Background: an optimization exercise with open tools, aiming at small area, a short achievable clock period and few clock cycles per item. Do not read the settings as production practice. At most, simulation tests tie the RTL to the original design; equivalence was not proved. No functional check of the RTL was part of runs 2 and 3. No activity file was given, so power comes from the tool's default toggle rates.

==> flow/design.v (outline; a module is shown in full before it is edited, if it fits) <==
// module fma32: 815 lines
// module mul24c: 1687 lines
// module fa_cell: 4 lines
module fma32 (
    input  wire        clk,
    input  wire        rst,
    input  wire        in_valid,
    output wire        in_ready,
    input  wire [31:0] a,
    input  wire [31:0] b,
    input  wire [31:0] c,
    output reg         out_valid,
    output reg  [31:0] d
);
  // ...
==> flow/flow/run.sh <==
#!/bin/bash
set -euo pipefail
bash standard.sh SETUP_SLACK_MARGIN=21 finish > standard_flow.log 2>&1
==> flow/standard.sh <==
#!/bin/bash
# synth_recipe.tcl (not shown) runs the flow's synth.tcl, then flattens the netlist and writes it again
# the make line also repeats each setting of config.mk as NAME=value (left out here)
make -C /OpenROAD-flow-scripts/flow DESIGN_CONFIG=/design/flow/config.mk WORK_HOME=/design/flow/orfs CLKGATE_MAP_FILE= SYNTH_SCRIPT=/design/flow/synth_recipe.tcl "${@:-finish}"
==> flow/config.mk <==
export PLATFORM = sky130hd
export DESIGN_NAME = fma32
export DESIGN_NICKNAME = fma32
export VERILOG_FILES = /design/flow/design.v
export SDC_FILE = /design/flow/constraint.sdc
export NUM_CORES = 4
export LEC_CHECK = 0
export CAP_MARGIN = 20
export CORE_MARGIN = 2
export CORE_UTILIZATION = 55
export SLEW_MARGIN = 20
export SYNTH_HIERARCHICAL = 1
export SYNTH_MINIMUM_KEEP_SIZE = 0
==> flow/constraint.sdc <==
create_clock -name core_clock -period 28.0 [get_ports {clk}]
set_input_delay 5.6000 -clock core_clock [delete_from_list [all_inputs] [get_ports {clk}]]
set_output_delay 5.6000 -clock core_clock [all_outputs]
set_load 0.01 [all_outputs]
==> results.toml, run 1 <==
[yosys]
syn_nets = 5343

[final_layout]
clkbuf_count = 54
final_cell_mix = "nand2_1 (838), fa_1 (537), dfxtp_1 (327), nor2_1 (265), inv_1 (248)"
largestClassByArea = "multi-input gates"
multiInputGateArea_um2 = 31400
seq_share_pct = 15.1

[detailed_routing]
met3_length_um = 18500
drt-met1-wl_um = 59600

[worst_setup_path]
cp.required_ns = 28.46
r2r-end = "em12[8]$_DFF_P_"
cp-end-kind = "flip-flop"
worstSetupStartpointType = "flip-flop"
startpoint = "fsn1[1]$_DFF_P_"
crit_path_end = "em12[8]$_DFF_P_"
path_class = "flip-flop to flip-flop"
r2r-start = "fsn1[1]$_DFF_P_"

[min_path]
min_from = "inf1$_DFF_P_"

[clock_tree]
clk_latency_ns = 0.61
cts.clk_slew.worst_paths_ns = 0.06
clockBufferDepth = 3

[power_and_ir_drop]
clkPwrFrac_pct = 8.6
maxPowerGroup = "combinational cells"

[global_routing]
grt_max_degree = 45
grt_pass1_vias = 35800
use_met3_pct = 9.85

[placement]
portBuffers = 131
dp_hpwl_um = 112000

[sta]
fin_crit_sh_pct = 24.5
worst_pin_slew_ns = 1.18

[floorplan]
std_cell_rows = 98

[outcome]
status = "complete, no violations"
Testbench counts, summed over its fixed seeds: cycles 24,032, items 24,000.
==> module fma32, before the edit <==
module fma32 (
    input  wire        clk,
    input  wire        rst,
    input  wire        in_valid,
    output wire        in_ready,
    input  wire [31:0] a,
    input  wire [31:0] b,
    input  wire [31:0] c,
    output reg         out_valid,
    output reg  [31:0] d
);
    assign in_ready = 1'b1;
    reg        v0;
    reg [31:0] a0, b0, c0;
    always @(posedge clk) begin
        v0 <= in_valid & ~rst;
        a0 <= a;
        b0 <= b;
        c0 <= c;
    end
    wire        sa = a0[31];
    wire        sb = b0[31];
    wire        sc = c0[31];
    wire [7:0]  ea = a0[30:23];
    wire [7:0]  eb = b0[30:23];
    wire [7:0]  ec = c0[30:23];
    wire [22:0] fa = a0[22:0];
    wire [22:0] fb = b0[22:0];
    wire [22:0] fc = c0[22:0];
    wire ea_max = &ea, eb_max = &eb, ec_max = &ec;
    wire ea_nz  = |ea, eb_nz  = |eb, ec_nz  = |ec;
    wire fa_nz  = |fa, fb_nz  = |fb, fc_nz  = |fc;
    wire a_nan  = ea_max & fa_nz;
    wire b_nan  = eb_max & fb_nz;
    wire c_nan  = ec_max & fc_nz;
    wire a_inf  = ea_max & ~fa_nz;
    wire b_inf  = eb_max & ~fb_nz;
    wire c_inf  = ec_max & ~fc_nz;
    wire a_zero = ~ea_nz & ~fa_nz;
    wire b_zero = ~eb_nz & ~fb_nz;
    wire sp  = sa ^ sb;
    wire sub = sp ^ sc;
    wire [23:0] ma = {ea_nz, fa};
    wire [23:0] mb = {eb_nz, fb};
    wire [23:0] mc = {ec_nz, fc};
    wire [7:0]  xa = {ea[7:1], ea[0] | ~ea_nz};
    wire [7:0]  xb = {eb[7:1], eb[0] | ~eb_nz};
    wire [7:0]  xc = {ec[7:1], ec[0] | ~ec_nz};
    wire [9:0]  xab     = {2'b00, xa} + {2'b00, xb};
    wire [10:0] sh_raw  = {3'b000, xa} + {3'b000, xb} + {3'b111, ~xc} - 11'd97;
    wire        a_or_b_zero = a_zero | b_zero;
    wire        clamped = sh_raw[10] | a_or_b_zero;
    wire        sh_big  = (sh_raw[9:0] > 10'd80);
    wire [6:0]  sh      = clamped ? 7'd0 : sh_big ? 7'd80 : sh_raw[6:0];
    wire [8:0]  limit   = clamped ? ({1'b0, xc} - 9'd1) : (xab[8:0] - 9'd99);
    reg [4:0] tz;
    integer k;
    always @(*) begin
        tz = 5'd24;
        for (k = 23; k >= 0; k = k - 1)
            if (mc[k]) tz = k[4:0];
    end
    wire [103:0] cw     = {mc, 80'd0} >> sh;
    wire         c_stk  = ~clamped & (ec_nz | fc_nz) & (sh_raw[9:0] >= {5'd0, tz} + 10'd55);
    wire [78:0]  c_al   = {cw[103:26], c_stk};
    wire [79:0]  cx     = {sub, c_al ^ {79{sub}}};
    wire [47:0]  fsn;
    wire [48:0]  fcn;
    mul24c u_mul (.a(ma), .b(mb), .xn(~cx[50:3]), .sn(fsn), .cn(fcn));
    wire prod_inf = a_inf | b_inf;
    wire invalid  = a_nan | b_nan | c_nan
                  | (a_inf & b_zero) | (b_inf & a_zero)
                  | (prod_inf & c_inf & (sp != sc));
    reg        v1;
    reg [28:0] chi1;
    reg [2:0]  clo1;
    reg [47:0] fsn1;
    reg [47:0] fcn1;
    reg [8:0]  limit1;
    reg        sub1, sc1, sp1, nan1, inf1, infs1, zs1;
    always @(posedge clk) begin
        v1     <= v0 & ~rst;
        chi1   <= cx[79:51];
        clo1   <= cx[2:0];
        fsn1   <= fsn;
        fcn1   <= fcn[48:1];
        limit1 <= limit;
        sub1   <= sub;
        sc1    <= sc;
        sp1    <= sp;
        nan1   <= invalid;
        inf1   <= prod_inf | c_inf;
        infs1  <= prod_inf ? sp : sc;
        zs1    <= a_or_b_zero & sp & sc;
    end
    wire [79:0] add_a = {chi1, ~fsn1, clo1};
    wire [79:0] add_b = {28'd0, ~fcn1, 4'd0};
    wire [79:0] s0, s1;
    wire [79:0] add_p = add_a ^ add_b;
    wire [79:0] add_g = add_a & add_b;
    wire add_G0_1 = add_g[1] | (add_p[1] & add_g[0]);
    wire add_P0_1 = add_p[1] & add_p[0];
    wire add_G0_3 = add_g[3] | (add_p[3] & add_g[2]);
    wire add_P0_3 = add_p[3] & add_p[2];
    wire add_G0_5 = add_g[5] | (add_p[5] & add_g[4]);
    wire add_P0_5 = add_p[5] & add_p[4];
    wire add_G0_7 = add_g[7] | (add_p[7] & add_g[6]);
    wire add_P0_7 = add_p[7] & add_p[6];
    wire add_G0_9 = add_g[9] | (add_p[9] & add_g[8]);
    wire add_P0_9 = add_p[9] & add_p[8];
    wire add_G0_11 = add_g[11] | (add_p[11] & add_g[10]);
    wire add_P0_11 = add_p[11] & add_p[10];
    wire add_G0_13 = add_g[13] | (add_p[13] & add_g[12]);
    wire add_P0_13 = add_p[13] & add_p[12];
    wire add_G0_15 = add_g[15] | (add_p[15] & add_g[14]);
    wire add_P0_15 = add_p[15] & add_p[14];
    wire add_G0_17 = add_g[17] | (add_p[17] & add_g[16]);
    wire add_P0_17 = add_p[17] & add_p[16];
    wire add_G0_19 = add_g[19] | (add_p[19] & add_g[18]);
    wire add_P0_19 = add_p[19] & add_p[18];
    wire add_G0_21 = add_g[21] | (add_p[21] & add_g[20]);
    wire add_P0_21 = add_p[21] & add_p[20];
    wire add_G0_23 = add_g[23] | (add_p[23] & add_g[22]);
    wire add_P0_23 = add_p[23] & add_p[22];
    wire add_G0_25 = add_g[25] | (add_p[25] & add_g[24]);
    wire add_P0_25 = add_p[25] & add_p[24];
    wire add_G0_27 = add_g[27] | (add_p[27] & add_g[26]);
    wire add_P0_27 = add_p[27] & add_p[26];
    wire add_G0_29 = add_g[29] | (add_p[29] & add_g[28]);
    wire add_P0_29 = add_p[29] & add_p[28];
    wire add_G0_31 = add_g[31] | (add_p[31] & add_g[30]);
    wire add_P0_31 = add_p[31] & add_p[30];
    wire add_G0_33 = add_g[33] | (add_p[33] & add_g[32]);
    wire add_P0_33 = add_p[33] & add_p[32];
    wire add_G0_35 = add_g[35] | (add_p[35] & add_g[34]);
    wire add_P0_35 = add_p[35] & add_p[34];
    wire add_G0_37 = add_g[37] | (add_p[37] & add_g[36]);
    wire add_P0_37 = add_p[37] & add_p[36];
    wire add_G0_39 = add_g[39] | (add_p[39] & add_g[38]);
    wire add_P0_39 = add_p[39] & add_p[38];
    wire add_G0_41 = add_g[41] | (add_p[41] & add_g[40]);
    wire add_P0_41 = add_p[41] & add_p[40];
    wire add_G0_43 = add_g[43] | (add_p[43] & add_g[42]);
    wire add_P0_43 = add_p[43] & add_p[42];
    wire add_G0_45 = add_g[45] | (add_p[45] & add_g[44]);
    wire add_P0_45 = add_p[45] & add_p[44];
    wire add_G0_47 = add_g[47] | (add_p[47] & add_g[46]);
    wire add_P0_47 = add_p[47] & add_p[46];
    wire add_G0_49 = add_g[49] | (add_p[49] & add_g[48]);
    wire add_P0_49 = add_p[49] & add_p[48];
    wire add_G0_51 = add_g[51] | (add_p[51] & add_g[50]);
    wire add_P0_51 = add_p[51] & add_p[50];
    wire add_G0_53 = add_g[53] | (add_p[53] & add_g[52]);
    wire add_P0_53 = add_p[53] & add_p[52];
    wire add_G0_55 = add_g[55] | (add_p[55] & add_g[54]);
    wire add_P0_55 = add_p[55] & add_p[54];
    wire add_G0_57 = add_g[57] | (add_p[57] & add_g[56]);
    wire add_P0_57 = add_p[57] & add_p[56];
    wire add_G0_59 = add_g[59] | (add_p[59] & add_g[58]);
    wire add_P0_59 = add_p[59] & add_p[58];
    wire add_G0_61 = add_g[61] | (add_p[61] & add_g[60]);
    wire add_P0_61 = add_p[61] & add_p[60];
    wire add_G0_63 = add_g[63] | (add_p[63] & add_g[62]);
    wire add_P0_63 = add_p[63] & add_p[62];
    wire add_G0_65 = add_g[65] | (add_p[65] & add_g[64]);
    wire add_P0_65 = add_p[65] & add_p[64];
    wire add_G0_67 = add_g[67] | (add_p[67] & add_g[66]);
    wire add_P0_67 = add_p[67] & add_p[66];
    wire add_G0_69 = add_g[69] | (add_p[69] & add_g[68]);
    wire add_P0_69 = add_p[69] & add_p[68];
    wire add_G0_71 = add_g[71] | (add_p[71] & add_g[70]);
    wire add_P0_71 = add_p[71] & add_p[70];
    wire add_G0_73 = add_g[73] | (add_p[73] & add_g[72]);
    wire add_P0_73 = add_p[73] & add_p[72];
    wire add_G0_75 = add_g[75] | (add_p[75] & add_g[74]);
    wire add_P0_75 = add_p[75] & add_p[74];
    wire add_G0_77 = add_g[77] | (add_p[77] & add_g[76]);
    wire add_P0_77 = add_p[77] & add_p[76];
    wire add_G0_79 = add_g[79] | (add_p[79] & add_g[78]);
    wire add_P0_79 = add_p[79] & add_p[78];
    wire add_G1_2 = add_g[2] | (add_p[2] & add_G0_1);
    wire add_P1_2 = add_p[2] & add_P0_1;
    wire add_G1_3 = add_G0_3 | (add_P0_3 & add_G0_1);
    wire add_P1_3 = add_P0_3 & add_P0_1;
    wire add_G1_6 = add_g[6] | (add_p[6] & add_G0_5);
    wire add_P1_6 = add_p[6] & add_P0_5;
    wire add_G1_7 = add_G0_7 | (add_P0_7 & add_G0_5);
    wire add_P1_7 = add_P0_7 & add_P0_5;
    wire add_G1_10 = add_g[10] | (add_p[10] & add_G0_9);
    wire add_P1_10 = add_p[10] & add_P0_9;
    wire add_G1_11 = add_G0_11 | (add_P0_11 & add_G0_9);
    wire add_P1_11 = add_P0_11 & add_P0_9;
    wire add_G1_14 = add_g[14] | (add_p[14] & add_G0_13);
    wire add_P1_14 = add_p[14] & add_P0_13;
    wire add_G1_15 = add_G0_15 | (add_P0_15 & add_G0_13);
    wire add_P1_15 = add_P0_15 & add_P0_13;
    wire add_G1_18 = add_g[18] | (add_p[18] & add_G0_17);
    wire add_P1_18 = add_p[18] & add_P0_17;
    wire add_G1_19 = add_G0_19 | (add_P0_19 & add_G0_17);
    wire add_P1_19 = add_P0_19 & add_P0_17;
    wire add_G1_22 = add_g[22] | (add_p[22] & add_G0_21);
    wire add_P1_22 = add_p[22] & add_P0_21;
    wire add_G1_23 = add_G0_23 | (add_P0_23 & add_G0_21);
    wire add_P1_23 = add_P0_23 & add_P0_21;
    wire add_G1_26 = add_g[26] | (add_p[26] & add_G0_25);
    wire add_P1_26 = add_p[26] & add_P0_25;
    wire add_G1_27 = add_G0_27 | (add_P0_27 & add_G0_25);
    wire add_P1_27 = add_P0_27 & add_P0_25;
    wire add_G1_30 = add_g[30] | (add_p[30] & add_G0_29);
    wire add_P1_30 = add_p[30] & add_P0_29;
    wire add_G1_31 = add_G0_31 | (add_P0_31 & add_G0_29);
    wire add_P1_31 = add_P0_31 & add_P0_29;
    wire add_G1_34 = add_g[34] | (add_p[34] & add_G0_33);
    wire add_P1_34 = add_p[34] & add_P0_33;
    wire add_G1_35 = add_G0_35 | (add_P0_35 & add_G0_33);
    wire add_P1_35 = add_P0_35 & add_P0_33;
    wire add_G1_38 = add_g[38] | (add_p[38] & add_G0_37);
    wire add_P1_38 = add_p[38] & add_P0_37;
    wire add_G1_39 = add_G0_39 | (add_P0_39 & add_G0_37);
    wire add_P1_39 = add_P0_39 & add_P0_37;
    wire add_G1_42 = add_g[42] | (add_p[42] & add_G0_41);
    wire add_P1_42 = add_p[42] & add_P0_41;
    wire add_G1_43 = add_G0_43 | (add_P0_43 & add_G0_41);
    wire add_P1_43 = add_P0_43 & add_P0_41;
    wire add_G1_46 = add_g[46] | (add_p[46] & add_G0_45);
    wire add_P1_46 = add_p[46] & add_P0_45;
    wire add_G1_47 = add_G0_47 | (add_P0_47 & add_G0_45);
    wire add_P1_47 = add_P0_47 & add_P0_45;
    wire add_G1_50 = add_g[50] | (add_p[50] & add_G0_49);
    wire add_P1_50 = add_p[50] & add_P0_49;
    wire add_G1_51 = add_G0_51 | (add_P0_51 & add_G0_49);
    wire add_P1_51 = add_P0_51 & add_P0_49;
    wire add_G1_54 = add_g[54] | (add_p[54] & add_G0_53);
    wire add_P1_54 = add_p[54] & add_P0_53;
    wire add_G1_55 = add_G0_55 | (add_P0_55 & add_G0_53);
    wire add_P1_55 = add_P0_55 & add_P0_53;
    wire add_G1_58 = add_g[58] | (add_p[58] & add_G0_57);
    wire add_P1_58 = add_p[58] & add_P0_57;
    wire add_G1_59 = add_G0_59 | (add_P0_59 & add_G0_57);
    wire add_P1_59 = add_P0_59 & add_P0_57;
    wire add_G1_62 = add_g[62] | (add_p[62] & add_G0_61);
    wire add_P1_62 = add_p[62] & add_P0_61;
    wire add_G1_63 = add_G0_63 | (add_P0_63 & add_G0_61);
    wire add_P1_63 = add_P0_63 & add_P0_61;
    wire add_G1_66 = add_g[66] | (add_p[66] & add_G0_65);
    wire add_P1_66 = add_p[66] & add_P0_65;
    wire add_G1_67 = add_G0_67 | (add_P0_67 & add_G0_65);
    wire add_P1_67 = add_P0_67 & add_P0_65;
    wire add_G1_70 = add_g[70] | (add_p[70] & add_G0_69);
    wire add_P1_70 = add_p[70] & add_P0_69;
    wire add_G1_71 = add_G0_71 | (add_P0_71 & add_G0_69);
    wire add_P1_71 = add_P0_71 & add_P0_69;
    wire add_G1_74 = add_g[74] | (add_p[74] & add_G0_73);
    wire add_P1_74 = add_p[74] & add_P0_73;
    wire add_G1_75 = add_G0_75 | (add_P0_75 & add_G0_73);
    wire add_P1_75 = add_P0_75 & add_P0_73;
    wire add_G1_78 = add_g[78] | (add_p[78] & add_G0_77);
    wire add_P1_78 = add_p[78] & add_P0_77;
    wire add_G1_79 = add_G0_79 | (add_P0_79 & add_G0_77);
    wire add_P1_79 = add_P0_79 & add_P0_77;
    wire add_G2_4 = add_g[4] | (add_p[4] & add_G1_3);
    wire add_P2_4 = add_p[4] & add_P1_3;
    wire add_G2_5 = add_G0_5 | (add_P0_5 & add_G1_3);
    wire add_P2_5 = add_P0_5 & add_P1_3;
    wire add_G2_6 = add_G1_6 | (add_P1_6 & add_G1_3);
    wire add_P2_6 = add_P1_6 & add_P1_3;
    wire add_G2_7 = add_G1_7 | (add_P1_7 & add_G1_3);
    wire add_P2_7 = add_P1_7 & add_P1_3;
    wire add_G2_12 = add_g[12] | (add_p[12] & add_G1_11);
    wire add_P2_12 = add_p[12] & add_P1_11;
    wire add_G2_13 = add_G0_13 | (add_P0_13 & add_G1_11);
    wire add_P2_13 = add_P0_13 & add_P1_11;
    wire add_G2_14 = add_G1_14 | (add_P1_14 & add_G1_11);
    wire add_P2_14 = add_P1_14 & add_P1_11;
    wire add_G2_15 = add_G1_15 | (add_P1_15 & add_G1_11);
    wire add_P2_15 = add_P1_15 & add_P1_11;
    wire add_G2_20 = add_g[20] | (add_p[20] & add_G1_19);
    wire add_P2_20 = add_p[20] & add_P1_19;
    wire add_G2_21 = add_G0_21 | (add_P0_21 & add_G1_19);
    wire add_P2_21 = add_P0_21 & add_P1_19;
    wire add_G2_22 = add_G1_22 | (add_P1_22 & add_G1_19);
    wire add_P2_22 = add_P1_22 & add_P1_19;
    wire add_G2_23 = add_G1_23 | (add_P1_23 & add_G1_19);
    wire add_P2_23 = add_P1_23 & add_P1_19;
    wire add_G2_28 = add_g[28] | (add_p[28] & add_G1_27);
    wire add_P2_28 = add_p[28] & add_P1_27;
    wire add_G2_29 = add_G0_29 | (add_P0_29 & add_G1_27);
    wire add_P2_29 = add_P0_29 & add_P1_27;
    wire add_G2_30 = add_G1_30 | (add_P1_30 & add_G1_27);
    wire add_P2_30 = add_P1_30 & add_P1_27;
    wire add_G2_31 = add_G1_31 | (add_P1_31 & add_G1_27);
    wire add_P2_31 = add_P1_31 & add_P1_27;
    wire add_G2_36 = add_g[36] | (add_p[36] & add_G1_35);
    wire add_P2_36 = add_p[36] & add_P1_35;
    wire add_G2_37 = add_G0_37 | (add_P0_37 & add_G1_35);
    wire add_P2_37 = add_P0_37 & add_P1_35;
    wire add_G2_38 = add_G1_38 | (add_P1_38 & add_G1_35);
    wire add_P2_38 = add_P1_38 & add_P1_35;
    wire add_G2_39 = add_G1_39 | (add_P1_39 & add_G1_35);
    wire add_P2_39 = add_P1_39 & add_P1_35;
    wire add_G2_44 = add_g[44] | (add_p[44] & add_G1_43);
    wire add_P2_44 = add_p[44] & add_P1_43;
    wire add_G2_45 = add_G0_45 | (add_P0_45 & add_G1_43);
    wire add_P2_45 = add_P0_45 & add_P1_43;
    wire add_G2_46 = add_G1_46 | (add_P1_46 & add_G1_43);
    wire add_P2_46 = add_P1_46 & add_P1_43;
    wire add_G2_47 = add_G1_47 | (add_P1_47 & add_G1_43);
    wire add_P2_47 = add_P1_47 & add_P1_43;
    wire add_G2_52 = add_g[52] | (add_p[52] & add_G1_51);
    wire add_P2_52 = add_p[52] & add_P1_51;
    wire add_G2_53 = add_G0_53 | (add_P0_53 & add_G1_51);
    wire add_P2_53 = add_P0_53 & add_P1_51;
    wire add_G2_54 = add_G1_54 | (add_P1_54 & add_G1_51);
    wire add_P2_54 = add_P1_54 & add_P1_51;
    wire add_G2_55 = add_G1_55 | (add_P1_55 & add_G1_51);
    wire add_P2_55 = add_P1_55 & add_P1_51;
    wire add_G2_60 = add_g[60] | (add_p[60] & add_G1_59);
    wire add_P2_60 = add_p[60] & add_P1_59;
    wire add_G2_61 = add_G0_61 | (add_P0_61 & add_G1_59);
    wire add_P2_61 = add_P0_61 & add_P1_59;
    wire add_G2_62 = add_G1_62 | (add_P1_62 & add_G1_59);
    wire add_P2_62 = add_P1_62 & add_P1_59;
    wire add_G2_63 = add_G1_63 | (add_P1_63 & add_G1_59);
    wire add_P2_63 = add_P1_63 & add_P1_59;
    wire add_G2_68 = add_g[68] | (add_p[68] & add_G1_67);
    wire add_P2_68 = add_p[68] & add_P1_67;
    wire add_G2_69 = add_G0_69 | (add_P0_69 & add_G1_67);
    wire add_P2_69 = add_P0_69 & add_P1_67;
    wire add_G2_70 = add_G1_70 | (add_P1_70 & add_G1_67);
    wire add_P2_70 = add_P1_70 & add_P1_67;
    wire add_G2_71 = add_G1_71 | (add_P1_71 & add_G1_67);
    wire add_P2_71 = add_P1_71 & add_P1_67;
    wire add_G2_76 = add_g[76] | (add_p[76] & add_G1_75);
    wire add_P2_76 = add_p[76] & add_P1_75;
    wire add_G2_77 = add_G0_77 | (add_P0_77 & add_G1_75);
    wire add_P2_77 = add_P0_77 & add_P1_75;
    wire add_G2_78 = add_G1_78 | (add_P1_78 & add_G1_75);
    wire add_P2_78 = add_P1_78 & add_P1_75;
    wire add_G2_79 = add_G1_79 | (add_P1_79 & add_G1_75);
    wire add_P2_79 = add_P1_79 & add_P1_75;
    wire add_G3_8 = add_g[8] | (add_p[8] & add_G2_7);
    wire add_P3_8 = add_p[8] & add_P2_7;
    wire add_G3_9 = add_G0_9 | (add_P0_9 & add_G2_7);
    wire add_P3_9 = add_P0_9 & add_P2_7;
    wire add_G3_10 = add_G1_10 | (add_P1_10 & add_G2_7);
    wire add_P3_10 = add_P1_10 & add_P2_7;
    wire add_G3_11 = add_G1_11 | (add_P1_11 & add_G2_7);
    wire add_P3_11 = add_P1_11 & add_P2_7;
    wire add_G3_12 = add_G2_12 | (add_P2_12 & add_G2_7);
    wire add_P3_12 = add_P2_12 & add_P2_7;
    wire add_G3_13 = add_G2_13 | (add_P2_13 & add_G2_7);
    wire add_P3_13 = add_P2_13 & add_P2_7;
    wire add_G3_14 = add_G2_14 | (add_P2_14 & add_G2_7);
    wire add_P3_14 = add_P2_14 & add_P2_7;
    wire add_G3_15 = add_G2_15 | (add_P2_15 & add_G2_7);
    wire add_P3_15 = add_P2_15 & add_P2_7;
    wire add_G3_24 = add_g[24] | (add_p[24] & add_G2_23);
    wire add_P3_24 = add_p[24] & add_P2_23;
    wire add_G3_25 = add_G0_25 | (add_P0_25 & add_G2_23);
    wire add_P3_25 = add_P0_25 & add_P2_23;
    wire add_G3_26 = add_G1_26 | (add_P1_26 & add_G2_23);
    wire add_P3_26 = add_P1_26 & add_P2_23;
    wire add_G3_27 = add_G1_27 | (add_P1_27 & add_G2_23);
    wire add_P3_27 = add_P1_27 & add_P2_23;
    wire add_G3_28 = add_G2_28 | (add_P2_28 & add_G2_23);
    wire add_P3_28 = add_P2_28 & add_P2_23;
    wire add_G3_29 = add_G2_29 | (add_P2_29 & add_G2_23);
    wire add_P3_29 = add_P2_29 & add_P2_23;
    wire add_G3_30 = add_G2_30 | (add_P2_30 & add_G2_23);
    wire add_P3_30 = add_P2_30 & add_P2_23;
    wire add_G3_31 = add_G2_31 | (add_P2_31 & add_G2_23);
    wire add_P3_31 = add_P2_31 & add_P2_23;
    wire add_G3_40 = add_g[40] | (add_p[40] & add_G2_39);
    wire add_P3_40 = add_p[40] & add_P2_39;
    wire add_G3_41 = add_G0_41 | (add_P0_41 & add_G2_39);
    wire add_P3_41 = add_P0_41 & add_P2_39;
    wire add_G3_42 = add_G1_42 | (add_P1_42 & add_G2_39);
    wire add_P3_42 = add_P1_42 & add_P2_39;
    wire add_G3_43 = add_G1_43 | (add_P1_43 & add_G2_39);
    wire add_P3_43 = add_P1_43 & add_P2_39;
    wire add_G3_44 = add_G2_44 | (add_P2_44 & add_G2_39);
    wire add_P3_44 = add_P2_44 & add_P2_39;
    wire add_G3_45 = add_G2_45 | (add_P2_45 & add_G2_39);
    wire add_P3_45 = add_P2_45 & add_P2_39;
    wire add_G3_46 = add_G2_46 | (add_P2_46 & add_G2_39);
    wire add_P3_46 = add_P2_46 & add_P2_39;
    wire add_G3_47 = add_G2_47 | (add_P2_47 & add_G2_39);
    wire add_P3_47 = add_P2_47 & add_P2_39;
    wire add_G3_56 = add_g[56] | (add_p[56] & add_G2_55);
    wire add_P3_56 = add_p[56] & add_P2_55;
    wire add_G3_57 = add_G0_57 | (add_P0_57 & add_G2_55);
    wire add_P3_57 = add_P0_57 & add_P2_55;
    wire add_G3_58 = add_G1_58 | (add_P1_58 & add_G2_55);
    wire add_P3_58 = add_P1_58 & add_P2_55;
    wire add_G3_59 = add_G1_59 | (add_P1_59 & add_G2_55);
    wire add_P3_59 = add_P1_59 & add_P2_55;
    wire add_G3_60 = add_G2_60 | (add_P2_60 & add_G2_55);
    wire add_P3_60 = add_P2_60 & add_P2_55;
    wire add_G3_61 = add_G2_61 | (add_P2_61 & add_G2_55);
    wire add_P3_61 = add_P2_61 & add_P2_55;
    wire add_G3_62 = add_G2_62 | (add_P2_62 & add_G2_55);
    wire add_P3_62 = add_P2_62 & add_P2_55;
    wire add_G3_63 = add_G2_63 | (add_P2_63 & add_G2_55);
    wire add_P3_63 = add_P2_63 & add_P2_55;
    wire add_G3_72 = add_g[72] | (add_p[72] & add_G2_71);
    wire add_P3_72 = add_p[72] & add_P2_71;
    wire add_G3_73 = add_G0_73 | (add_P0_73 & add_G2_71);
    wire add_P3_73 = add_P0_73 & add_P2_71;
    wire add_G3_74 = add_G1_74 | (add_P1_74 & add_G2_71);
    wire add_P3_74 = add_P1_74 & add_P2_71;
    wire add_G3_75 = add_G1_75 | (add_P1_75 & add_G2_71);
    wire add_P3_75 = add_P1_75 & add_P2_71;
    wire add_G3_76 = add_G2_76 | (add_P2_76 & add_G2_71);
    wire add_P3_76 = add_P2_76 & add_P2_71;
    wire add_G3_77 = add_G2_77 | (add_P2_77 & add_G2_71);
    wire add_P3_77 = add_P2_77 & add_P2_71;
    wire add_G3_78 = add_G2_78 | (add_P2_78 & add_G2_71);
    wire add_P3_78 = add_P2_78 & add_P2_71;
    wire add_G3_79 = add_G2_79 | (add_P2_79 & add_G2_71);
    wire add_P3_79 = add_P2_79 & add_P2_71;
    wire add_G4_16 = add_g[16] | (add_p[16] & add_G3_15);
    wire add_P4_16 = add_p[16] & add_P3_15;
    wire add_G4_17 = add_G0_17 | (add_P0_17 & add_G3_15);
    wire add_P4_17 = add_P0_17 & add_P3_15;
    wire add_G4_18 = add_G1_18 | (add_P1_18 & add_G3_15);
    wire add_P4_18 = add_P1_18 & add_P3_15;
    wire add_G4_19 = add_G1_19 | (add_P1_19 & add_G3_15);
    wire add_P4_19 = add_P1_19 & add_P3_15;
    wire add_G4_20 = add_G2_20 | (add_P2_20 & add_G3_15);
    wire add_P4_20 = add_P2_20 & add_P3_15;
    wire add_G4_21 = add_G2_21 | (add_P2_21 & add_G3_15);
    wire add_P4_21 = add_P2_21 & add_P3_15;
    wire add_G4_22 = add_G2_22 | (add_P2_22 & add_G3_15);
    wire add_P4_22 = add_P2_22 & add_P3_15;
    wire add_G4_23 = add_G2_23 | (add_P2_23 & add_G3_15);
    wire add_P4_23 = add_P2_23 & add_P3_15;
    wire add_G4_24 = add_G3_24 | (add_P3_24 & add_G3_15);
    wire add_P4_24 = add_P3_24 & add_P3_15;
    wire add_G4_25 = add_G3_25 | (add_P3_25 & add_G3_15);
    wire add_P4_25 = add_P3_25 & add_P3_15;
    wire add_G4_26 = add_G3_26 | (add_P3_26 & add_G3_15);
    wire add_P4_26 = add_P3_26 & add_P3_15;
    wire add_G4_27 = add_G3_27 | (add_P3_27 & add_G3_15);
    wire add_P4_27 = add_P3_27 & add_P3_15;
    wire add_G4_28 = add_G3_28 | (add_P3_28 & add_G3_15);
    wire add_P4_28 = add_P3_28 & add_P3_15;
    wire add_G4_29 = add_G3_29 | (add_P3_29 & add_G3_15);
    wire add_P4_29 = add_P3_29 & add_P3_15;
    wire add_G4_30 = add_G3_30 | (add_P3_30 & add_G3_15);
    wire add_P4_30 = add_P3_30 & add_P3_15;
    wire add_G4_31 = add_G3_31 | (add_P3_31 & add_G3_15);
    wire add_P4_31 = add_P3_31 & add_P3_15;
    wire add_G4_48 = add_g[48] | (add_p[48] & add_G3_47);
    wire add_P4_48 = add_p[48] & add_P3_47;
    wire add_G4_49 = add_G0_49 | (add_P0_49 & add_G3_47);
    wire add_P4_49 = add_P0_49 & add_P3_47;
    wire add_G4_50 = add_G1_50 | (add_P1_50 & add_G3_47);
    wire add_P4_50 = add_P1_50 & add_P3_47;
    wire add_G4_51 = add_G1_51 | (add_P1_51 & add_G3_47);
    wire add_P4_51 = add_P1_51 & add_P3_47;
    wire add_G4_52 = add_G2_52 | (add_P2_52 & add_G3_47);
    wire add_P4_52 = add_P2_52 & add_P3_47;
    wire add_G4_53 = add_G2_53 | (add_P2_53 & add_G3_47);
    wire add_P4_53 = add_P2_53 & add_P3_47;
    wire add_G4_54 = add_G2_54 | (add_P2_54 & add_G3_47);
    wire add_P4_54 = add_P2_54 & add_P3_47;
    wire add_G4_55 = add_G2_55 | (add_P2_55 & add_G3_47);
    wire add_P4_55 = add_P2_55 & add_P3_47;
    wire add_G4_56 = add_G3_56 | (add_P3_56 & add_G3_47);
    wire add_P4_56 = add_P3_56 & add_P3_47;
    wire add_G4_57 = add_G3_57 | (add_P3_57 & add_G3_47);
    wire add_P4_57 = add_P3_57 & add_P3_47;
    wire add_G4_58 = add_G3_58 | (add_P3_58 & add_G3_47);
    wire add_P4_58 = add_P3_58 & add_P3_47;
    wire add_G4_59 = add_G3_59 | (add_P3_59 & add_G3_47);
    wire add_P4_59 = add_P3_59 & add_P3_47;
    wire add_G4_60 = add_G3_60 | (add_P3_60 & add_G3_47);
    wire add_P4_60 = add_P3_60 & add_P3_47;
    wire add_G4_61 = add_G3_61 | (add_P3_61 & add_G3_47);
    wire add_P4_61 = add_P3_61 & add_P3_47;
    wire add_G4_62 = add_G3_62 | (add_P3_62 & add_G3_47);
    wire add_P4_62 = add_P3_62 & add_P3_47;
    wire add_G4_63 = add_G3_63 | (add_P3_63 & add_G3_47);
    wire add_P4_63 = add_P3_63 & add_P3_47;
    wire add_G5_32 = add_g[32] | (add_p[32] & add_G4_31);
    wire add_P5_32 = add_p[32] & add_P4_31;
    wire add_G5_33 = add_G0_33 | (add_P0_33 & add_G4_31);
    wire add_P5_33 = add_P0_33 & add_P4_31;
    wire add_G5_34 = add_G1_34 | (add_P1_34 & add_G4_31);
    wire add_P5_34 = add_P1_34 & add_P4_31;
    wire add_G5_35 = add_G1_35 | (add_P1_35 & add_G4_31);
    wire add_P5_35 = add_P1_35 & add_P4_31;
    wire add_G5_36 = add_G2_36 | (add_P2_36 & add_G4_31);
    wire add_P5_36 = add_P2_36 & add_P4_31;
    wire add_G5_37 = add_G2_37 | (add_P2_37 & add_G4_31);
    wire add_P5_37 = add_P2_37 & add_P4_31;
    wire add_G5_38 = add_G2_38 | (add_P2_38 & add_G4_31);
    wire add_P5_38 = add_P2_38 & add_P4_31;
    wire add_G5_39 = add_G2_39 | (add_P2_39 & add_G4_31);
    wire add_P5_39 = add_P2_39 & add_P4_31;
    wire add_G5_40 = add_G3_40 | (add_P3_40 & add_G4_31);
    wire add_P5_40 = add_P3_40 & add_P4_31;
    wire add_G5_41 = add_G3_41 | (add_P3_41 & add_G4_31);
    wire add_P5_41 = add_P3_41 & add_P4_31;
    wire add_G5_42 = add_G3_42 | (add_P3_42 & add_G4_31);
    wire add_P5_42 = add_P3_42 & add_P4_31;
    wire add_G5_43 = add_G3_43 | (add_P3_43 & add_G4_31);
    wire add_P5_43 = add_P3_43 & add_P4_31;
    wire add_G5_44 = add_G3_44 | (add_P3_44 & add_G4_31);
    wire add_P5_44 = add_P3_44 & add_P4_31;
    wire add_G5_45 = add_G3_45 | (add_P3_45 & add_G4_31);
    wire add_P5_45 = add_P3_45 & add_P4_31;
    wire add_G5_46 = add_G3_46 | (add_P3_46 & add_G4_31);
    wire add_P5_46 = add_P3_46 & add_P4_31;
    wire add_G5_47 = add_G3_47 | (add_P3_47 & add_G4_31);
    wire add_P5_47 = add_P3_47 & add_P4_31;
    wire add_G5_48 = add_G4_48 | (add_P4_48 & add_G4_31);
    wire add_P5_48 = add_P4_48 & add_P4_31;
    wire add_G5_49 = add_G4_49 | (add_P4_49 & add_G4_31);
    wire add_P5_49 = add_P4_49 & add_P4_31;
    wire add_G5_50 = add_G4_50 | (add_P4_50 & add_G4_31);
    wire add_P5_50 = add_P4_50 & add_P4_31;
    wire add_G5_51 = add_G4_51 | (add_P4_51 & add_G4_31);
    wire add_P5_51 = add_P4_51 & add_P4_31;
    wire add_G5_52 = add_G4_52 | (add_P4_52 & add_G4_31);
    wire add_P5_52 = add_P4_52 & add_P4_31;
    wire add_G5_53 = add_G4_53 | (add_P4_53 & add_G4_31);
    wire add_P5_53 = add_P4_53 & add_P4_31;
    wire add_G5_54 = add_G4_54 | (add_P4_54 & add_G4_31);
    wire add_P5_54 = add_P4_54 & add_P4_31;
    wire add_G5_55 = add_G4_55 | (add_P4_55 & add_G4_31);
    wire add_P5_55 = add_P4_55 & add_P4_31;
    wire add_G5_56 = add_G4_56 | (add_P4_56 & add_G4_31);
    wire add_P5_56 = add_P4_56 & add_P4_31;
    wire add_G5_57 = add_G4_57 | (add_P4_57 & add_G4_31);
    wire add_P5_57 = add_P4_57 & add_P4_31;
    wire add_G5_58 = add_G4_58 | (add_P4_58 & add_G4_31);
    wire add_P5_58 = add_P4_58 & add_P4_31;
    wire add_G5_59 = add_G4_59 | (add_P4_59 & add_G4_31);
    wire add_P5_59 = add_P4_59 & add_P4_31;
    wire add_G5_60 = add_G4_60 | (add_P4_60 & add_G4_31);
    wire add_P5_60 = add_P4_60 & add_P4_31;
    wire add_G5_61 = add_G4_61 | (add_P4_61 & add_G4_31);
    wire add_P5_61 = add_P4_61 & add_P4_31;
    wire add_G5_62 = add_G4_62 | (add_P4_62 & add_G4_31);
    wire add_P5_62 = add_P4_62 & add_P4_31;
    wire add_G5_63 = add_G4_63 | (add_P4_63 & add_G4_31);
    wire add_P5_63 = add_P4_63 & add_P4_31;
    wire add_G6_64 = add_g[64] | (add_p[64] & add_G5_63);
    wire add_P6_64 = add_p[64] & add_P5_63;
    wire add_G6_65 = add_G0_65 | (add_P0_65 & add_G5_63);
    wire add_P6_65 = add_P0_65 & add_P5_63;
    wire add_G6_66 = add_G1_66 | (add_P1_66 & add_G5_63);
    wire add_P6_66 = add_P1_66 & add_P5_63;
    wire add_G6_67 = add_G1_67 | (add_P1_67 & add_G5_63);
    wire add_P6_67 = add_P1_67 & add_P5_63;
    wire add_G6_68 = add_G2_68 | (add_P2_68 & add_G5_63);
    wire add_P6_68 = add_P2_68 & add_P5_63;
    wire add_G6_69 = add_G2_69 | (add_P2_69 & add_G5_63);
    wire add_P6_69 = add_P2_69 & add_P5_63;
    wire add_G6_70 = add_G2_70 | (add_P2_70 & add_G5_63);
    wire add_P6_70 = add_P2_70 & add_P5_63;
    wire add_G6_71 = add_G2_71 | (add_P2_71 & add_G5_63);
    wire add_P6_71 = add_P2_71 & add_P5_63;
    wire add_G6_72 = add_G3_72 | (add_P3_72 & add_G5_63);
    wire add_P6_72 = add_P3_72 & add_P5_63;
    wire add_G6_73 = add_G3_73 | (add_P3_73 & add_G5_63);
    wire add_P6_73 = add_P3_73 & add_P5_63;
    wire add_G6_74 = add_G3_74 | (add_P3_74 & add_G5_63);
    wire add_P6_74 = add_P3_74 & add_P5_63;
    wire add_G6_75 = add_G3_75 | (add_P3_75 & add_G5_63);
    wire add_P6_75 = add_P3_75 & add_P5_63;
    wire add_G6_76 = add_G3_76 | (add_P3_76 & add_G5_63);
    wire add_P6_76 = add_P3_76 & add_P5_63;
    wire add_G6_77 = add_G3_77 | (add_P3_77 & add_G5_63);
    wire add_P6_77 = add_P3_77 & add_P5_63;
    wire add_G6_78 = add_G3_78 | (add_P3_78 & add_G5_63);
    wire add_P6_78 = add_P3_78 & add_P5_63;
    wire add_G6_79 = add_G3_79 | (add_P3_79 & add_G5_63);
    wire add_P6_79 = add_P3_79 & add_P5_63;
    assign s0[0] = add_p[0];
    assign s1[0] = ~add_p[0];
    assign s0[1] = add_p[1] ^ add_g[0];
    assign s1[1] = add_p[1] ^ (add_g[0] | add_p[0]);
    assign s0[2] = add_p[2] ^ add_G0_1;
    assign s1[2] = add_p[2] ^ (add_G0_1 | add_P0_1);
    assign s0[3] = add_p[3] ^ add_G1_2;
    assign s1[3] = add_p[3] ^ (add_G1_2 | add_P1_2);
    assign s0[4] = add_p[4] ^ add_G1_3;
    assign s1[4] = add_p[4] ^ (add_G1_3 | add_P1_3);
    assign s0[5] = add_p[5] ^ add_G2_4;
    assign s1[5] = add_p[5] ^ (add_G2_4 | add_P2_4);
    assign s0[6] = add_p[6] ^ add_G2_5;
    assign s1[6] = add_p[6] ^ (add_G2_5 | add_P2_5);
    assign s0[7] = add_p[7] ^ add_G2_6;
    assign s1[7] = add_p[7] ^ (add_G2_6 | add_P2_6);
    assign s0[8] = add_p[8] ^ add_G2_7;
    assign s1[8] = add_p[8] ^ (add_G2_7 | add_P2_7);
    assign s0[9] = add_p[9] ^ add_G3_8;
    assign s1[9] = add_p[9] ^ (add_G3_8 | add_P3_8);
    assign s0[10] = add_p[10] ^ add_G3_9;
    assign s1[10] = add_p[10] ^ (add_G3_9 | add_P3_9);
    assign s0[11] = add_p[11] ^ add_G3_10;
    assign s1[11] = add_p[11] ^ (add_G3_10 | add_P3_10);
    assign s0[12] = add_p[12] ^ add_G3_11;
    assign s1[12] = add_p[12] ^ (add_G3_11 | add_P3_11);
    assign s0[13] = add_p[13] ^ add_G3_12;
    assign s1[13] = add_p[13] ^ (add_G3_12 | add_P3_12);
    assign s0[14] = add_p[14] ^ add_G3_13;
    assign s1[14] = add_p[14] ^ (add_G3_13 | add_P3_13);
    assign s0[15] = add_p[15] ^ add_G3_14;
    assign s1[15] = add_p[15] ^ (add_G3_14 | add_P3_14);
    assign s0[16] = add_p[16] ^ add_G3_15;
    assign s1[16] = add_p[16] ^ (add_G3_15 | add_P3_15);
    assign s0[17] = add_p[17] ^ add_G4_16;
    assign s1[17] = add_p[17] ^ (add_G4_16 | add_P4_16);
    assign s0[18] = add_p[18] ^ add_G4_17;
    assign s1[18] = add_p[18] ^ (add_G4_17 | add_P4_17);
    assign s0[19] = add_p[19] ^ add_G4_18;
    assign s1[19] = add_p[19] ^ (add_G4_18 | add_P4_18);
    assign s0[20] = add_p[20] ^ add_G4_19;
    assign s1[20] = add_p[20] ^ (add_G4_19 | add_P4_19);
    assign s0[21] = add_p[21] ^ add_G4_20;
    assign s1[21] = add_p[21] ^ (add_G4_20 | add_P4_20);
    assign s0[22] = add_p[22] ^ add_G4_21;
    assign s1[22] = add_p[22] ^ (add_G4_21 | add_P4_21);
    assign s0[23] = add_p[23] ^ add_G4_22;
    assign s1[23] = add_p[23] ^ (add_G4_22 | add_P4_22);
    assign s0[24] = add_p[24] ^ add_G4_23;
    assign s1[24] = add_p[24] ^ (add_G4_23 | add_P4_23);
    assign s0[25] = add_p[25] ^ add_G4_24;
    assign s1[25] = add_p[25] ^ (add_G4_24 | add_P4_24);
    assign s0[26] = add_p[26] ^ add_G4_25;
    assign s1[26] = add_p[26] ^ (add_G4_25 | add_P4_25);
    assign s0[27] = add_p[27] ^ add_G4_26;
    assign s1[27] = add_p[27] ^ (add_G4_26 | add_P4_26);
    assign s0[28] = add_p[28] ^ add_G4_27;
    assign s1[28] = add_p[28] ^ (add_G4_27 | add_P4_27);
    assign s0[29] = add_p[29] ^ add_G4_28;
    assign s1[29] = add_p[29] ^ (add_G4_28 | add_P4_28);
    assign s0[30] = add_p[30] ^ add_G4_29;
    assign s1[30] = add_p[30] ^ (add_G4_29 | add_P4_29);
    assign s0[31] = add_p[31] ^ add_G4_30;
    assign s1[31] = add_p[31] ^ (add_G4_30 | add_P4_30);
    assign s0[32] = add_p[32] ^ add_G4_31;
    assign s1[32] = add_p[32] ^ (add_G4_31 | add_P4_31);
    assign s0[33] = add_p[33] ^ add_G5_32;
    assign s1[33] = add_p[33] ^ (add_G5_32 | add_P5_32);
    assign s0[34] = add_p[34] ^ add_G5_33;
    assign s1[34] = add_p[34] ^ (add_G5_33 | add_P5_33);
    assign s0[35] = add_p[35] ^ add_G5_34;
    assign s1[35] = add_p[35] ^ (add_G5_34 | add_P5_34);
    assign s0[36] = add_p[36] ^ add_G5_35;
    assign s1[36] = add_p[36] ^ (add_G5_35 | add_P5_35);
    assign s0[37] = add_p[37] ^ add_G5_36;
    assign s1[37] = add_p[37] ^ (add_G5_36 | add_P5_36);
    assign s0[38] = add_p[38] ^ add_G5_37;
    assign s1[38] = add_p[38] ^ (add_G5_37 | add_P5_37);
    assign s0[39] = add_p[39] ^ add_G5_38;
    assign s1[39] = add_p[39] ^ (add_G5_38 | add_P5_38);
    assign s0[40] = add_p[40] ^ add_G5_39;
    assign s1[40] = add_p[40] ^ (add_G5_39 | add_P5_39);
    assign s0[41] = add_p[41] ^ add_G5_40;
    assign s1[41] = add_p[41] ^ (add_G5_40 | add_P5_40);
    assign s0[42] = add_p[42] ^ add_G5_41;
    assign s1[42] = add_p[42] ^ (add_G5_41 | add_P5_41);
    assign s0[43] = add_p[43] ^ add_G5_42;
    assign s1[43] = add_p[43] ^ (add_G5_42 | add_P5_42);
    assign s0[44] = add_p[44] ^ add_G5_43;
    assign s1[44] = add_p[44] ^ (add_G5_43 | add_P5_43);
    assign s0[45] = add_p[45] ^ add_G5_44;
    assign s1[45] = add_p[45] ^ (add_G5_44 | add_P5_44);
    assign s0[46] = add_p[46] ^ add_G5_45;
    assign s1[46] = add_p[46] ^ (add_G5_45 | add_P5_45);
    assign s0[47] = add_p[47] ^ add_G5_46;
    assign s1[47] = add_p[47] ^ (add_G5_46 | add_P5_46);
    assign s0[48] = add_p[48] ^ add_G5_47;
    assign s1[48] = add_p[48] ^ (add_G5_47 | add_P5_47);
    assign s0[49] = add_p[49] ^ add_G5_48;
    assign s1[49] = add_p[49] ^ (add_G5_48 | add_P5_48);
    assign s0[50] = add_p[50] ^ add_G5_49;
    assign s1[50] = add_p[50] ^ (add_G5_49 | add_P5_49);
    assign s0[51] = add_p[51] ^ add_G5_50;
    assign s1[51] = add_p[51] ^ (add_G5_50 | add_P5_50);
    assign s0[52] = add_p[52] ^ add_G5_51;
    assign s1[52] = add_p[52] ^ (add_G5_51 | add_P5_51);
    assign s0[53] = add_p[53] ^ add_G5_52;
    assign s1[53] = add_p[53] ^ (add_G5_52 | add_P5_52);
    assign s0[54] = add_p[54] ^ add_G5_53;
    assign s1[54] = add_p[54] ^ (add_G5_53 | add_P5_53);
    assign s0[55] = add_p[55] ^ add_G5_54;
    assign s1[55] = add_p[55] ^ (add_G5_54 | add_P5_54);
    assign s0[56] = add_p[56] ^ add_G5_55;
    assign s1[56] = add_p[56] ^ (add_G5_55 | add_P5_55);
    assign s0[57] = add_p[57] ^ add_G5_56;
    assign s1[57] = add_p[57] ^ (add_G5_56 | add_P5_56);
    assign s0[58] = add_p[58] ^ add_G5_57;
    assign s1[58] = add_p[58] ^ (add_G5_57 | add_P5_57);
    assign s0[59] = add_p[59] ^ add_G5_58;
    assign s1[59] = add_p[59] ^ (add_G5_58 | add_P5_58);
    assign s0[60] = add_p[60] ^ add_G5_59;
    assign s1[60] = add_p[60] ^ (add_G5_59 | add_P5_59);
    assign s0[61] = add_p[61] ^ add_G5_60;
    assign s1[61] = add_p[61] ^ (add_G5_60 | add_P5_60);
    assign s0[62] = add_p[62] ^ add_G5_61;
    assign s1[62] = add_p[62] ^ (add_G5_61 | add_P5_61);
    assign s0[63] = add_p[63] ^ add_G5_62;
    assign s1[63] = add_p[63] ^ (add_G5_62 | add_P5_62);
    assign s0[64] = add_p[64] ^ add_G5_63;
    assign s1[64] = add_p[64] ^ (add_G5_63 | add_P5_63);
    assign s0[65] = add_p[65] ^ add_G6_64;
    assign s1[65] = add_p[65] ^ (add_G6_64 | add_P6_64);
    assign s0[66] = add_p[66] ^ add_G6_65;
    assign s1[66] = add_p[66] ^ (add_G6_65 | add_P6_65);
    assign s0[67] = add_p[67] ^ add_G6_66;
    assign s1[67] = add_p[67] ^ (add_G6_66 | add_P6_66);
    assign s0[68] = add_p[68] ^ add_G6_67;
    assign s1[68] = add_p[68] ^ (add_G6_67 | add_P6_67);
    assign s0[69] = add_p[69] ^ add_G6_68;
    assign s1[69] = add_p[69] ^ (add_G6_68 | add_P6_68);
    assign s0[70] = add_p[70] ^ add_G6_69;
    assign s1[70] = add_p[70] ^ (add_G6_69 | add_P6_69);
    assign s0[71] = add_p[71] ^ add_G6_70;
    assign s1[71] = add_p[71] ^ (add_G6_70 | add_P6_70);
    assign s0[72] = add_p[72] ^ add_G6_71;
    assign s1[72] = add_p[72] ^ (add_G6_71 | add_P6_71);
    assign s0[73] = add_p[73] ^ add_G6_72;
    assign s1[73] = add_p[73] ^ (add_G6_72 | add_P6_72);
    assign s0[74] = add_p[74] ^ add_G6_73;
    assign s1[74] = add_p[74] ^ (add_G6_73 | add_P6_73);
    assign s0[75] = add_p[75] ^ add_G6_74;
    assign s1[75] = add_p[75] ^ (add_G6_74 | add_P6_74);
    assign s0[76] = add_p[76] ^ add_G6_75;
    assign s1[76] = add_p[76] ^ (add_G6_75 | add_P6_75);
    assign s0[77] = add_p[77] ^ add_G6_76;
    assign s1[77] = add_p[77] ^ (add_G6_76 | add_P6_76);
    assign s0[78] = add_p[78] ^ add_G6_77;
    assign s1[78] = add_p[78] ^ (add_G6_77 | add_P6_77);
    assign s0[79] = add_p[79] ^ add_G6_78;
    assign s1[79] = add_p[79] ^ (add_G6_78 | add_P6_78);
    wire        neg = sub1 & s1[79];
    wire [78:0] mag = neg ? ~s0[78:0] : (sub1 ? s1[78:0] : s0[78:0]);
    wire        rs  = neg ? sc1 : sp1;
    wire [78:0] stop = (limit1 <= 9'd78) ? (79'd1 << (7'd78 - limit1[6:0])) : 79'd0;
    wire [78:0] lzin = mag | stop;
    reg [6:0] lz;
    integer i;
    always @(*) begin
        lz = 7'd0;
        for (i = 0; i < 79; i = i + 1)
            if (lzin[i]) lz = 7'd78 - i[6:0];
    end
    wire zero = ~|mag;
    wire [2:0]  lzc = lz[6:4];
    reg  [39:0] m1;
    always @(*) begin
        case (lzc)
            3'd0:    m1 = mag[78:39];
            3'd1:    m1 = mag[62:23];
            3'd2:    m1 = mag[46:7];
            3'd3:    m1 = {mag[30:0], 9'd0};
            default: m1 = {mag[14:0], 25'd0};
        endcase
    end
    wire stk0 = |mag[6:0];
    wire stk1 = stk0 | (|mag[22:7]);
    wire stk2 = stk1 | (|mag[38:23]);
    wire stk  = (lzc == 3'd0) ? stk2 : (lzc == 3'd1) ? stk1 : (lzc == 3'd2) ? stk0 : 1'b0;
    wire [8:0]  em1 = limit1 - {2'b00, lz};
    reg        v2;
    reg [39:0] m2;
    reg        stk2r;
    reg [3:0]  lzf2;
    reg [8:0]  em12;
    reg        rs2, nan2, inf2, infs2, zs2, zero2;
    always @(posedge clk) begin
        v2     <= v1 & ~rst;
        m2     <= m1;
        stk2r  <= stk;
        lzf2   <= lz[3:0];
        em12   <= em1;
        rs2    <= rs;
        nan2   <= nan1;
        inf2   <= inf1;
        infs2  <= infs1;
        zs2    <= zs1;
        zero2  <= zero;
    end
    wire [39:0] tn     = m2 << lzf2;
    wire [23:0] sig    = tn[39:16];
    wire        guard  = tn[15];
    wire [14:0] smask  = ~({15{1'b1}} << (4'd15 - lzf2));
    wire        sticky = stk2r | (|(m2[14:0] & smask));
    wire        rnd_up = guard & (sticky | sig[0]);
    wire [24:0] sig_r  = {1'b0, sig} + {24'd0, rnd_up};
    wire [9:0]  ex  = {1'b0, em12} + {8'd0, sig_r[24:23]};
    wire        ovf = ex >= 10'd255;
    reg [31:0] result;
    always @(*) begin
        if (nan2)
            result = 32'h7FC00000;
        else if (inf2)
            result = {infs2, 8'hFF, 23'd0};
        else if (zero2)
            result = {zs2, 31'd0};
        else if (ovf)
            result = {rs2, 8'hFF, 23'd0};
        else
            result = {rs2, ex[7:0], sig_r[22:0]};
    end
    always @(posedge clk) begin
        out_valid <= v2 & ~rst;
        d         <= result;
    end
endmodule
==> run 2, diff against run 1 <==
--- a/flow/design.v
+++ b/flow/design.v
@@ -766,19 +766,18 @@
     wire stk1 = stk0 | (|mag[22:7]);
     wire stk2 = stk1 | (|mag[38:23]);
     wire stk  = (lzc == 3'd0) ? stk2 : (lzc == 3'd1) ? stk1 : (lzc == 3'd2) ? stk0 : 1'b0;
-    wire [8:0]  em1 = limit1 - {2'b00, lz};
     reg        v2;
     reg [39:0] m2;
     reg        stk2r;
-    reg [3:0]  lzf2;
-    reg [8:0]  em12;
+    reg [6:0]  lz2;
+    reg [8:0]  limit2;
     reg        rs2, nan2, inf2, infs2, zs2, zero2;
     always @(posedge clk) begin
         v2     <= v1 & ~rst;
         m2     <= m1;
         stk2r  <= stk;
-        lzf2   <= lz[3:0];
-        em12   <= em1;
+        lz2    <= lz;
+        limit2 <= limit1;
         rs2    <= rs;
         nan2   <= nan1;
         inf2   <= inf1;
@@ -786,6 +785,7 @@
         zs2    <= zs1;
         zero2  <= zero;
     end
+    wire [3:0]  lzf2   = lz2[3:0];
     wire [39:0] tn     = m2 << lzf2;
     wire [23:0] sig    = tn[39:16];
     wire        guard  = tn[15];
@@ -793,7 +793,8 @@
     wire        sticky = stk2r | (|(m2[14:0] & smask));
     wire        rnd_up = guard & (sticky | sig[0]);
     wire [24:0] sig_r  = {1'b0, sig} + {24'd0, rnd_up};
-    wire [9:0]  ex  = {1'b0, em12} + {8'd0, sig_r[24:23]};
+    wire [8:0]  em1 = limit2 - {2'b00, lz2};
+    wire [9:0]  ex  = {1'b0, em1} + {8'd0, sig_r[24:23]};
     wire        ovf = ex >= 10'd255;
     reg [31:0] result;
     always @(*) begin
==> run 2 against run 1 <==
Clock skew down 0.012 ns; synthesized area down 1.4%; sequential share of layout area up 0.70 points; clock power up 0.7%; die area down 1.3%; critical path depth down 6; via count down 2.6%; sequential power up 2.5%; design area down 3.6%; setup slack worse by 0.012 ns; total power down 13%; register-to-register slack about the same; largest cell class unchanged; largest power group unchanged; highest routed layer is now met4.
==> results.toml, run 2 <==
[worst_setup_path]
path_class = "flip-flop to flip-flop"
ff2ff_setup_slack_ns = 21.12
max_stage_delay_ns = 0.53
r2r-end = "fcn1[12]$_DFF_P_"
r2r_cells = 27
worst-path-stages = 27
cp.arrival_ns = 7.36
crit_slowest_cell = "xnor2_2"
critPathBufInv = 4
r2r-start = "b0[25]$_DFF_P_"
cp-end-kind = "flip-flop"
worstSetupStartpointType = "flip-flop"
cp.required_ns = 28.48
cp_top_family = "adder cells"
crit_path_end = "fcn1[12]$_DFF_P_"
cp_max_fo = 25
startpoint = "b0[25]$_DFF_P_"

[placement]
place.gp.congestion = 1.04
dp_hpwl_um = 113000
placed_cell_area_um2 = 40800
portBuffers = 131

[global_routing]
grtUsageTotal_pct = 39.7
antenna_found_initial = 0
grt_max_degree = 63
grt_pass1_wl_um = 222000
grt_remaining_overflow = 0
grt_pass1_vias = 34900

[outcome]
status = "complete, no violations"

[sta]
hold_viol = 0
fin_skew_ns = 0.0336
worst_pin_slew_ns = 1.14
setup_viol = 0
slew_headroom_pct = 23.3
rsz0062_at_grt = "no"
finalCriticalPeriod_ns = 6.88
fin_crit_sh_pct = 24.6
tns_ns = 0
max_freq_mhz = 145
final_max_slew_viol_count = 0

[min_path]
hp-class = "flip-flop to flip-flop"

[floorplan]
std_cell_rows = 98
core-area_um2 = 71200
pin_count = 133
dieArea_um2 = 74000
die_y_um = 272
dieWidth_um = 272
initial_core_util_pct = 55.4

[final_layout]
fin_area_um2 = 43000
reg_top3 = "fcn1: 48 flops, fsn1: 48 flops, m2: 40 flops"
layout.nets = 5233
areaGrowthSynthToFinish_pct = 8.92
n_antenna_cell = 0
final_cell_mix = "nand2_1 (778), fa_1 (543), dfxtp_1 (331), nor2_1 (262), inv_1 (255)"
drive_gt1_share_pct = 9.41
fillers = 6305
final_common_cell = "nand2_1"

[clock_tree]
cts_buffers = 42
cts_sinks = 338
clockBufferDepth = 3
cts-root-buf = "clkbuf_16"
clk_latency_ns = 0.61
hold_buffers = 0
htreeDepth = 2
cts_tree = "done"
cts.clk_slew.worst_paths_ns = 0.06

[power_and_ir_drop]
ir_drop_uv = 120
powerDensity_nw_per_um2 = 134
power.leakage_uw = 0.0166

[detailed_routing]
drc = 0
highest_layer = "met4"
antenna_left = 0
wl_met2_um = 64300
drt-met1-wl_um = 60300
drt_pre_antenna_iters = 6
viasPerCell = 6.57
wl_um = 149000
met3_length_um = 16500
wl_per_cell_um = 27.3
drtIter0Drc = 4668
num_vias = 35800

[job]
maxCapViolCount = 0

[yosys]
synth.avg_cell_area_um2 = 8.76
synth_area_um2 = 39500
syn_inst = 4510
syn_nets = 5281
ys_warn_count = 7
## run 2: metrics by stage
stage          cells  total power (uW)  setup WS, ns  hold WS (ns)  util (%)
2_1_floorplan   4510              4190         21.59         0.310         -
3_3_place_gp    5347              4910         20.01         0.311      57.2
3_5_place_dp    5347              4980         19.81         0.314      57.2
4_1_cts         5434              5570         21.01         0.327      59.5
5_1_grt         5446              6130         20.96         0.331      60.4
6_report        5446              5750         21.12         0.326      60.4
## run 2: worst min-delay path by stage
stage / cells after the start / from / endpoint
after floorplan: 0 / inf1$_DFF_P_ / inf2$_DFF_P_
final: 0 / infs1$_DFF_P_ / infs2$_DFF_P_
after global routing: 0 / zs1$_DFF_P_ / zs2$_DFF_P_
after CTS: 0 / infs1$_DFF_P_ / infs2$_DFF_P_
after global placement: 0 / zs1$_DFF_P_ / zs2$_DFF_P_
after detailed placement: 0 / infs1$_DFF_P_ / infs2$_DFF_P_
## run 2: what timing repair did
action,CTS,global route
endpoints found under the setup margin,185,156
gates cloned,0,2
buffers inserted,9,10
resized for setup,74,119
hold endpoints to repair,0,0
pin swaps,5,16
## run 2: final cells by class
cell class              instances  area (um^2)  share of cell area, %
multi-input cells            3554        30300                   70.4
flip-flops and latches        338         6780                   15.8
repair buffers                262         2320                   5.39
well taps                     950         1190                   2.76
clock buffers                  52         1160                   2.69
inverters                     264          998                   2.32
clock inverters                26          287                  0.666
## run 2: power breakdown
| group | switching [uW] | total (uW) | leakage, uW | internal, uW |
|---|---|---|---|---|
| Sequential | 172 | 873 | 0.00284 | 701 |
| Combinational | 2680 | 4300 | 0.0130 | 1620 |
| Clock | 244 | 571 | 0.000720 | 327 |
| Total | 3100 | 5750 | 0.0166 | 2650 |
## run 2: routing by layer
metal	up-vias	track usage, %
met1	17700	54.8
met5	-	0
met2	2297	59.3
met3	437	9.88
met4	0	17.4
li1	15400	-
==> run 3, diff against run 2 <==
==> flow/flow/run.sh (replaced) <==
#!/bin/bash
# Layout: the standard flow (standard.sh: unchanged synthesis and steps),
# with two settings passed to ORFS:
#  - timing repair asked to leave 21.2 ns of setup slack at the design's
#    28 ns clock, i.e. to optimise the paths towards 6.8 ns;
#  - every port still gets its buffer, but a buf_1 instead of the 10 um2
#    clkdlybuf4s50_1 that buffer_ports picks by default.
# The SDC, clock period and I/O constraints are the standard flow's, untouched.
set -euo pipefail
bash standard.sh SETUP_SLACK_MARGIN=21.2 \
  "BUFFER_PORTS_ARGS=-buffer_cell sky130_fd_sc_hd__buf_1" \
  finish > standard_flow.log 2>&1
--- a/flow/config.mk
+++ b/flow/config.mk
@@ -7,7 +7,7 @@
 export LEC_CHECK = 0
 export CAP_MARGIN = 20
 export CORE_MARGIN = 2
-export CORE_UTILIZATION = 55
+export CORE_UTILIZATION = 60
 export SLEW_MARGIN = 20
 export SYNTH_HIERARCHICAL = 1
 export SYNTH_MINIMUM_KEEP_SIZE = 0
==> run 3 against run 2 <==
Register-to-register slack improved by 0.13 ns; total power decreased by 0.95%; global-route usage increased by 2.2 points; synthesized cell count unchanged; critical path depth decreased by 10; clock skew decreased by 0.0014 ns; combinational power decreased by 1%; utilization increased by 4.4 points; design area decreased by 1.4%; hold slack improved by 0.00051 ns; clock power increased by 2%.
==> results.toml, run 3 <==
[outcome]
status = "complete, no violations"

[final_layout]
final_core_util_pct = 64.8
final_common_cell = "nand2_1"
areaGrowthSynthToFinish_pct = 7.40
layout.nets = 5248
final_cell_mix = "nand2_1 (775), fa_1 (543), dfxtp_1 (321), nor2_1 (260), inv_1 (253)"
final_cells = 5372
n_antenna_cell = 0
reg_top3 = "fcn1: 48 flops, fsn1: 48 flops, m2: 40 flops"
drive_gt1_share_pct = 10.1

[sta]
final_max_slew_viol_count = 0
fin_crit_sh_pct = 24.1
slew_headroom_pct = 19.5
fin_skew_ns = 0.0322
max_freq_mhz = 148
setup_viol = 0
worst_pin_slew_ns = 1.20
tns_ns = 0
fin_ws_ns = 21.24
hold_viol = 0
rsz0062_at_grt = "no"
finalCriticalPeriod_ns = 6.76

[power_and_ir_drop]
power_uw = 5690
switching_share_pct = 53.7
p_int_uw = 2630
comb_power_share_pct = 74.7
p_seq_share_pct = 15.1
clkPwrFrac_pct = 10.2
powerDensity_nw_per_um2 = 134
ir_drop_uv = 88.9
power.leakage_uw = 0.0163
p_switching_uw = 3060

[detailed_routing]
wl_um = 145000
drtIter0Drc = 5243
drt_pre_antenna_iters = 8
num_vias = 36200
wl_met2_um = 61300
highest_layer = "met4"
drc = 0
antenna_left = 0
viasPerCell = 6.74
drt-met1-wl_um = 56800
met3_length_um = 18500
wl_per_cell_um = 27.0

[worst_setup_path]
cp.required_ns = 28.49
cp-end-kind = "flip-flop"
cp_max_fo = 19
worstSetupStartpointType = "flip-flop"
cp.arrival_ns = 7.25
path_class = "flip-flop to flip-flop"

[global_routing]
antenna_found_initial = 0
grtUsageTotal_pct = 41.9
grt_pass1_vias = 34400
grt_remaining_overflow = 0
grt_pass1_wl_um = 214000
grt_max_degree = 52

[clock_tree]
cts_tree = "done"
clockBufferDepth = 3
cts.clk_slew.worst_paths_ns = 0.06
cts_sinks = 338
clk_latency_ns = 0.60
cts_buffers = 41
htreeDepth = 2
hold_buffers = 0
cts-root-buf = "clkbuf_16"

[floorplan]
core-area_um2 = 65500
pin_count = 133
dieArea_um2 = 67900
die_y_um = 261
dieWidth_um = 261
initial_core_util_pct = 60.3
std_cell_rows = 94

[yosys]
syn_nets = 5281
ys_warn_count = 7
syn_inst = 4510
synth_area_um2 = 39500
synth.avg_cell_area_um2 = 8.76

[placement]
dp.cells = 5253
place.gp.congestion = 1.09
dp_hpwl_um = 109000
portBuffers = 131
place_ws_ns = 19.92

[min_path]
hp-class = "flip-flop to flip-flop"

[job]
maxCapViolCount = 0
==> run 3: critical path, stage by stage (launching register included) <==
cell	delay, ns
dfxtp_1	0.37
inv_1	0.06
ha_1	0.49
and4_1	0.53
and4_1	0.42
nand3_1	0.14
a21oi_1	0.46
nor4_1	0.11
buf_4	0.23
nor2_4	0.36
buf_4	0.37
a21oi_1	0.13
xnor2_1	0.71
a211oi_1	0.18
a221o_1	0.38
a2111oi_0	0.84
o2111ai_1	0.56
a2bb2oi_1	0.31
==> run 3: routing by layer <==
| metal | GRT usage [%] | vias to the layer above |
|---|---|---|
| met3 | 11.7 | 536 |
| met1 | 58.2 | 17600 |
| met4 | 20.0 | 0 |
| li1 | - | 15400 |
| met2 | 60.5 | 2675 |
| met5 | 0 | - |
==> run 3: per-stage QoR <==
| step | area [um^2] | hold WS (ns) |
|---|---|---|
| 4_1_cts | 41700 | 0.327 |
| 3_3_place_gp | 39800 | 0.312 |
| 6_report | 42400 | 0.327 |
| 5_1_grt | 42400 | 0.332 |
| 2_1_floorplan | 39500 | 0.310 |
| 3_5_place_dp | 39800 | 0.313 |
==> run 3: repair_timing <==
item,CTS,global route
pin swaps,10,29
gates resized for setup,81,108
setup endpoints to repair,151,164
cloned,0,9
setup buffers,12,24
==> run 3: area by class of cell <==
class | instances | area (um^2)
clock inverters | 24 | 350
clock buffers | 50 | 1120
fillers | 5623 | 23100
well taps | 864 | 1080
flip-flops and latches | 338 | 6790
multi-input cells | 3557 | 30400
inverters | 264 | 1000
repair buffers | 275 | 1680
==> run 3: path summary, 6_finish.rpt <==
| check | start | to | slack, ns | cells past startpoint |
|---|---|---|---|---|
| worst max-delay path | fsn1[16]$_DFF_P_ | lz2[0]$_SDFF_PP0_ | 21.24 | 17 |
| worst min-delay path | zs1$_DFF_P_ | zs2$_DFF_P_ | 0.33 | 0 |
| worst max register to register | fsn1[16]$_DFF_P_ | lz2[0]$_SDFF_PP0_ | 21.24 | 17 |
| worst min register to register | zs1$_DFF_P_ | zs2$_DFF_P_ | 0.33 | 0 |
==> run 3: power groups by stage <==
stage / registers (uW) / logic (uW) / clock network [uW]
floorplan: 794 / 3390 / 0
global placement: 860 / 3950 / 0
detailed placement: 859 / 4000 / 0
CTS: 850 / 4060 / 586
global route: 874 / 4580 / 605
finish: 860 / 4250 / 580

separate check: timing with driven ports:
The flow's constraints put no driver on any port. The routed layouts listed below were extracted and timed again, unchanged, in two steps. Step 1, drivers: a clkbuf_16 drives clk and a buf_2 each remaining input, both assumed. Step 2, shift: input delay + t, output delay - t, t = (earliest + latest rising clock arrival at the registers) / 2. This alone moves slack from input paths to output paths. Three values: ideal, step 1, step 2; two values: the first two.
run | t (ns) | slack for setup (ns) | pins driven straight from the clock port
run 1 | 0.652 | 21.131 / 21.131 / 21.131 | 1
run 2 | 0.663 | 21.119 / 21.119 / 21.119 | 1
run 3 | 0.649 | 21.245 / 21.245 / 21.245 | 1
After both steps every run listed still meets setup and hold.
